What follows belongs to an exercise in optimizing a design on an open flow for small area, a short achievable clock period and few clock cycles per item; a production flow would make more cautious choices.
In this exercise RTL edits were held to simulation tests only and were not proved equivalent to the original.

**design.v**
```verilog
module wte_correct (
    input  wire        clk,
    input  wire        rst,           
    input  wire        cfg_we,
    input  wire [2:0]  cfg_addr,
    input  wire [31:0] cfg_wdata,
    input  wire        in_valid,
    output wire        in_ready,
    input  wire [1:0]  in_slot,
    input  wire [15:0] in_s,
    input  wire [15:0] in_dark,
    input  wire [15:0] in_gain,       
    output wire        out_valid,
    input  wire        out_ready,
    output wire [15:0] out_y,         
    output wire [15:0] out_v,         
    output wire [15:0] neg_cnt,
    output wire [15:0] clip_cnt
);
    reg        cfg_digital;
    reg [4:0]  cfg_sample_bits;
    reg [4:0]  cfg_out_bits;
    reg [15:0] drift_off  [0:3];
    reg [15:0] drift_gain [0:3];
    wire cnt_clear = cfg_we && (cfg_addr == 3'd5);
    always @(posedge clk) begin
        if (rst) begin
            cfg_digital     <= 1'b0;
            cfg_sample_bits <= 5'd16;
            cfg_out_bits    <= 5'd16;
            drift_off[0]    <= 16'h0000;
            drift_off[1]    <= 16'h0000;
            drift_off[2]    <= 16'h0000;
            drift_off[3]    <= 16'h0000;
            drift_gain[0]   <= 16'h4000;
            drift_gain[1]   <= 16'h4000;
            drift_gain[2]   <= 16'h4000;
            drift_gain[3]   <= 16'h4000;
        end else if (cfg_we) begin
            case (cfg_addr)
                3'd0: begin
                    cfg_digital     <= cfg_wdata[0];
                    cfg_sample_bits <= cfg_wdata[12:8];
                    cfg_out_bits    <= cfg_wdata[20:16];
                end
                3'd1: begin
                    drift_off[0] <= cfg_wdata[15:0];
                    drift_off[1] <= cfg_wdata[31:16];
                end
                3'd2: begin
                    drift_off[2] <= cfg_wdata[15:0];
                    drift_off[3] <= cfg_wdata[31:16];
                end
                3'd3: begin
                    drift_gain[0] <= cfg_wdata[15:0];
                    drift_gain[1] <= cfg_wdata[31:16];
                end
                3'd4: begin
                    drift_gain[2] <= cfg_wdata[15:0];
                    drift_gain[3] <= cfg_wdata[31:16];
                end
                default: ;
            endcase
        end
    end
    reg  s1_valid, s2_valid, s3_valid;
    wire advance = !s3_valid || out_ready;
    assign in_ready  = advance;
    assign out_valid = s3_valid;
    wire [4:0]  shift = 5'd16 - cfg_sample_bits;
    wire [15:0] s16   = cfg_digital ? (in_s << shift) : in_s;
    wire signed [17:0] diff = $signed({2'b00, s16})
                            - $signed({2'b00, in_dark})
                            - $signed({{2{drift_off[in_slot][15]}}, drift_off[in_slot]});
    wire        diff_neg = diff[17];
    wire [16:0] x_clamped = diff_neg ? 17'd0 : diff[16:0];
    reg [16:0] s1_x;
    reg [15:0] s1_gain;
    reg [15:0] s1_dgain;
    reg        s1_neg;
    always @(posedge clk) begin
        if (rst) begin
            s1_valid <= 1'b0;
        end else if (advance) begin
            s1_valid <= in_valid;
        end
        if (advance) begin
            s1_x     <= x_clamped;
            s1_gain  <= in_gain;
            s1_dgain <= drift_gain[in_slot];
            s1_neg   <= diff_neg;
        end
    end
    wire [48:0] prod    = s1_x * s1_gain * s1_dgain;
    wire [48:0] rounded = prod + 49'd134217728;           
    wire [20:0] y_full  = rounded[48:28];
    wire        y_clip  = (y_full > 21'd65535);
    wire [15:0] y_sat   = y_clip ? 16'hFFFF : y_full[15:0];
    reg [15:0] s2_y;
    reg        s2_neg;
    reg        s2_clip;
    always @(posedge clk) begin
        if (rst) begin
            s2_valid <= 1'b0;
        end else if (advance) begin
            s2_valid <= s1_valid;
        end
        if (advance) begin
            s2_y    <= y_sat;
            s2_neg  <= s1_neg;
            s2_clip <= y_clip;
        end
    end
    reg [15:0] v_red;
    always @(*) begin
        case (cfg_out_bits)
            5'd8:    v_red = ({1'b0, s2_y} + 17'd128) > 17'h0FFFF ? 16'd255  : ({1'b0, s2_y} + 17'd128) >> 8;
            5'd10:   v_red = ({1'b0, s2_y} + 17'd32)  > 17'h0FFFF ? 16'd1023 : ({1'b0, s2_y} + 17'd32)  >> 6;
            5'd12:   v_red = ({1'b0, s2_y} + 17'd8)   > 17'h0FFFF ? 16'd4095 : ({1'b0, s2_y} + 17'd8)   >> 4;
            default: v_red = s2_y;
        endcase
    end
    reg [15:0] s3_y;
    reg [15:0] s3_v;
    reg [15:0] neg_count;
    reg [15:0] clip_count;
    always @(posedge clk) begin
        if (rst) begin
            s3_valid <= 1'b0;
        end else if (advance) begin
            s3_valid <= s2_valid;
        end
        if (advance) begin
            s3_y <= s2_y;
            s3_v <= v_red;
        end
    end
    always @(posedge clk) begin
        if (rst || cnt_clear) begin
            neg_count  <= 16'd0;
            clip_count <= 16'd0;
        end else if (advance && s2_valid) begin
            if (s2_neg && neg_count != 16'hFFFF)
                neg_count <= neg_count + 16'd1;
            if (s2_clip && clip_count != 16'hFFFF)
                clip_count <= clip_count + 16'd1;
        end
    end
    assign out_y    = s3_y;
    assign out_v    = s3_v;
    assign neg_cnt  = neg_count;
    assign clip_cnt = clip_count;
endmodule
```
**run.sh**
```bash
#!/bin/bash
# synth_recipe.tcl (not shown) runs the flow's synth.tcl, then flattens the netlist and writes it again
# the make line also repeats each setting of config.mk as NAME=value (left out here)
make -C /OpenROAD-flow-scripts/flow DESIGN_CONFIG=/design/flow/config.mk WORK_HOME=/design/flow/orfs CLKGATE_MAP_FILE= SYNTH_SCRIPT=/design/flow/synth_recipe.tcl finish
```
**config.mk**
```make
export PLATFORM = sky130hd
export DESIGN_NAME = wte_correct
export DESIGN_NICKNAME = wte_correct
export VERILOG_FILES = /design/flow/design.v
export SDC_FILE = /design/flow/constraint.sdc
export NUM_CORES = 4
export LEC_CHECK = 0
export CAP_MARGIN = 20
export CORE_MARGIN = 2
export CORE_UTILIZATION = 40
export SLEW_MARGIN = 20
```
**constraint.sdc**
```tcl
create_clock -name core_clock -period 13.0 [get_ports {clk}]
set_input_delay 2.6000 -clock core_clock [delete_from_list [all_inputs] [get_ports {clk}]]
set_output_delay 2.6000 -clock core_clock [all_outputs]
set_load 0.01 [all_outputs]
```
==> run_results.csv <==
group,metric,value,unit
run_status,status,"timing/DRC/antenna clean",
detailed_routing,initialDrtViolationCount,1852,
critical_path,max_stage_delay,0.55,ns
final_layout,stdcell_area,44100,µm²
grt,antenna_found_initial,0,
detailed_routing,routed_wl,102,mm
synthesis,synth-async-reset-ratio,0,%
grt,grt_max_degree,79,
timing,slew_headroom,31.9,%
placement,placedInstanceArea,42700,µm²
clocking,cts_tree,"built",
floorplanning,die_area,102000,µm²
placement,numPortBuffers,155,
floorplanning,core-area,98400,µm²
detailed_routing,vias,30700,
clocking,holdBufCountCts,0,
final_layout,multi_input_area,29500,µm²
detailed_routing,drc_errors,0,
critical_path,path_max_fanout,17,
synthesis,yosysSeqAreaShare,16.3,%
timing,finalCriticalPeriod,12.43,ns
clocking,htreeDepth,1,
floorplanning,start_util,40.4,%
final_layout,final_cells,5900,
critical_path,worst_ep_arrival_time,12.76,ns
detailed_routing,postRouteAntennaNets,0,
synthesis,yosysUniqueCellTypes,84,
clocking,numCtsBuffers,31,
final_layout,areaGrowthSynthToFinish,10.8,%
placement,gp_congestion,0.887,
final_layout,diodes,0,
detailed_routing,routedWlPerCell,17.3,µm
timing,max_freq,80.4,MHz
timing,layout_setup_ws,0.569,ns
timing,timing.final.crit_share,95.6,%
timing,tns,0,ns
floorplanning,io_pins,156,
timing,finalMaxSlewViolations,0,
critical_path,critical_path_class,"flip-flop to flip-flop",
synthesis,synth_top_area_share,32.3,%
synthesis,synth_ff_type,"dfxtp_1",
grt,overflow,0,
grt,track_usage,20.2,%
critical_path,crit_slowest_cell,"fa_1",
synthesis,synth_area_leaders,"fa_1 32%, ha_1 9.2%, dfxtp_1 8.8%",
critical_path,crit_required,13.32,ns
final_layout,most-common-layout-cells,"822 x nand2_1, 800 x inv_1, 641 x fa_1",
critical_path,crit_top_cell,"fa_1",
grt,grt_pass1_wl,166,mm
critical_path,crit_path_start_kind,"flip-flop",
clocking,insertion_delay,0.62,ns
synthesis,ys_seq_elements,274,
placement,pre_cts_slack,0.100,ns
final_layout,fillers,9846,
timing,hold_violations,0,
synthesis,synth-edff-count,100,
clocking,clock-sinks,274,
synthesis,ys_warn_count,3,
timing,worst_pin_slew,1.02,ns
placement,dp_cells,5817,
critical_path,cp-end-kind,"flip-flop",
synthesis,syn_area,39800,µm²
detailed_routing,first_pass_iters,5,
synthesis,synth.net_count,5551,
grt,grt_pass1_vias,31000,
clocking,clockBufferDepth,3,
final_layout,drive_above_1_share,5.51,%
clocking,cts_root_buf,"clkbuf_16",
synthesis,avgSynthCellArea,8.79,µm²
timing,finalSetupViolations,0,
clocking,clkSlewWorstSetupHoldPaths,0.06,ns
final_layout,final_common_cell,"nand2_1",
synthesis,netlist_instances,4526,
floorplanning,dieWidth,319,µm
floorplanning,die_y,319,µm
placement,hpwl,77.6,mm
final_layout,nNetsFinal,5614,
final_layout,ff_latch_area,6490,µm²
timing,finClkSkew,0.0301,ns
hold_path,min_path_type,"flip-flop to flip-flop",
floorplanning,num_rows,115,
synthesis,yosysTopAreaCell,"fa_1",
flow_run,cap_viol_max_count,0,
detailed_routing,vias_per_cell,5.20,
## layout make-up
cell class	instances	share of cell area, %
Clock buffer	49	2.22
Clock inverter	8	0.148
Inverter	802	6.83
Multi-Input combinational cell	3212	66.9
Sequential cell	274	14.7
Tap cell	1287	3.65
Timing Repair Buffer	268	5.54
## layer usage
layer / GRT usage, % / wire (µm) / vias to the layer above / part of all wire (%)
li1: - / - / 14400 / -
met1: 28.3 / 45300 / 15500 / 44
met2: 34.3 / 50200 / 730 / 49
met5: 0 / 0 / - / 0
met3: 1.99 / 4960 / 107 / 4.8
met4: 3.88 / 1780 / 0 / 1.7
## registers in the layout, indices dropped and copies added (netlist names), 5 cells and up
name	count
clip_count	16
cfg_out_bits	5
cfg_sample_bits	5
s1_x	17
drift_off	64
s3_y	16
neg_count	16
s1_dgain	16
s1_gain	16
s2_y	16
drift_gain	64
s3_v	16
## kinds of logic after synthesis
family / count (synthesis) / synth area share [%]
buffers and inverters: 1040 / 9.88
adder cells (fa/ha/maj): 935 / 41.5
AND/OR/NAND/NOR: 1579 / 18.7
XOR/XNOR: 119 / 2.62
multiplexers: 63 / 2.92
AO/OA/AOI/OAI: 516 / 8.03
flip-flops: 274 / 16.3
## worst max-delay path: cells and delay by family, from the launching register on
| family | cells | cell delay (ns) |
|---|---|---|
| muxes | 1 | 0.14 |
| DFF | 1 | 0.51 |
| buffers and inverters | 8 | 0.91 |
| AOI/OAI and AO/OA | 11 | 2.34 |
| adders and majority gates | 14 | 6.68 |
| and+or+nand+nor | 7 | 1.54 |
## cells in the mapped netlist, types with 26 or more instances
cell,count
o22ai_1,33
mux4_2,42
dfxtp_1,174
o21ai_0,64
nand2_1,823
and3_1,30
a21oi_1,228
inv_1,800
nand3_1,66
nand2b_1,32
nor2_1,136
a21o_1,26
xnor2_1,69
xor2_1,50
and2_1,305
fa_1,641
nor2b_1,33
nand4_1,42
edfxtp_1,100
nor3_1,41
a31oi_1,38
ha_1,294
clkbuf_1,218
## worst paths after layout
check                                                  start                           end  slack, ns  depth (start not counted)
worst max-delay path                   s1_x[9]$_SDFFCE_PP0N_         s2_y[4]$_SDFFCE_PN1N_       0.57                         41
worst min-delay path            drift_off[3][3]$_SDFFE_PP0P_  drift_off[3][3]$_SDFFE_PP0P_       0.45                          2
worst max register to register         s1_x[9]$_SDFFCE_PP0N_         s2_y[4]$_SDFFCE_PN1N_       0.57                         41
worst min register to register  drift_off[3][3]$_SDFFE_PP0P_  drift_off[3][3]$_SDFFE_PP0P_       0.45                          2
## stage by stage
stage,utilization [%],hold WS (ns)
2_1_floorplan,-,0.400
3_3_place_gp,43.4,0.438
3_5_place_dp,43.4,0.445
4_1_cts,44.4,0.453
6_report,44.8,0.451
5_1_grt,44.8,0.468
## timing repair
item | 4_1_cts | 5_1_grt
resized for setup | 0 | 13
endpoints found under the hold margin | 0 | 0
setup buffers | 0 | 26
setup endpoints to repair | 0 | 17
Testbench counts, summed over its fixed seeds: cycles 16,024, items 16,000.

==> separate check: timing with driven ports <==
In the flow no input, the clock included, has a driving cell. The finished layout below was timed again as built, in two steps.
Step 1 assumes that a clkbuf_16 drives the clock port and a buf_2 every other input.
Step 2, shift: input delay + t, output delay - t, t = (earliest + latest rising clock arrival at the registers) / 2. This alone moves slack from input paths to output paths.
a / b / c = ideal ports / drivers / drivers and shift; a / b = the first two.
shift t [ns]: 0.671
setup WS [ns]: 0.569 / 0.569 / 0.569
worst setup path after step 2: register to register
worst register clock-pin slew, ns: 0.06 / 0.06
After both steps this run still meets setup and hold. The setup slack of this run moves by 0.000 ns with the drivers and by 0.000 ns with both steps.
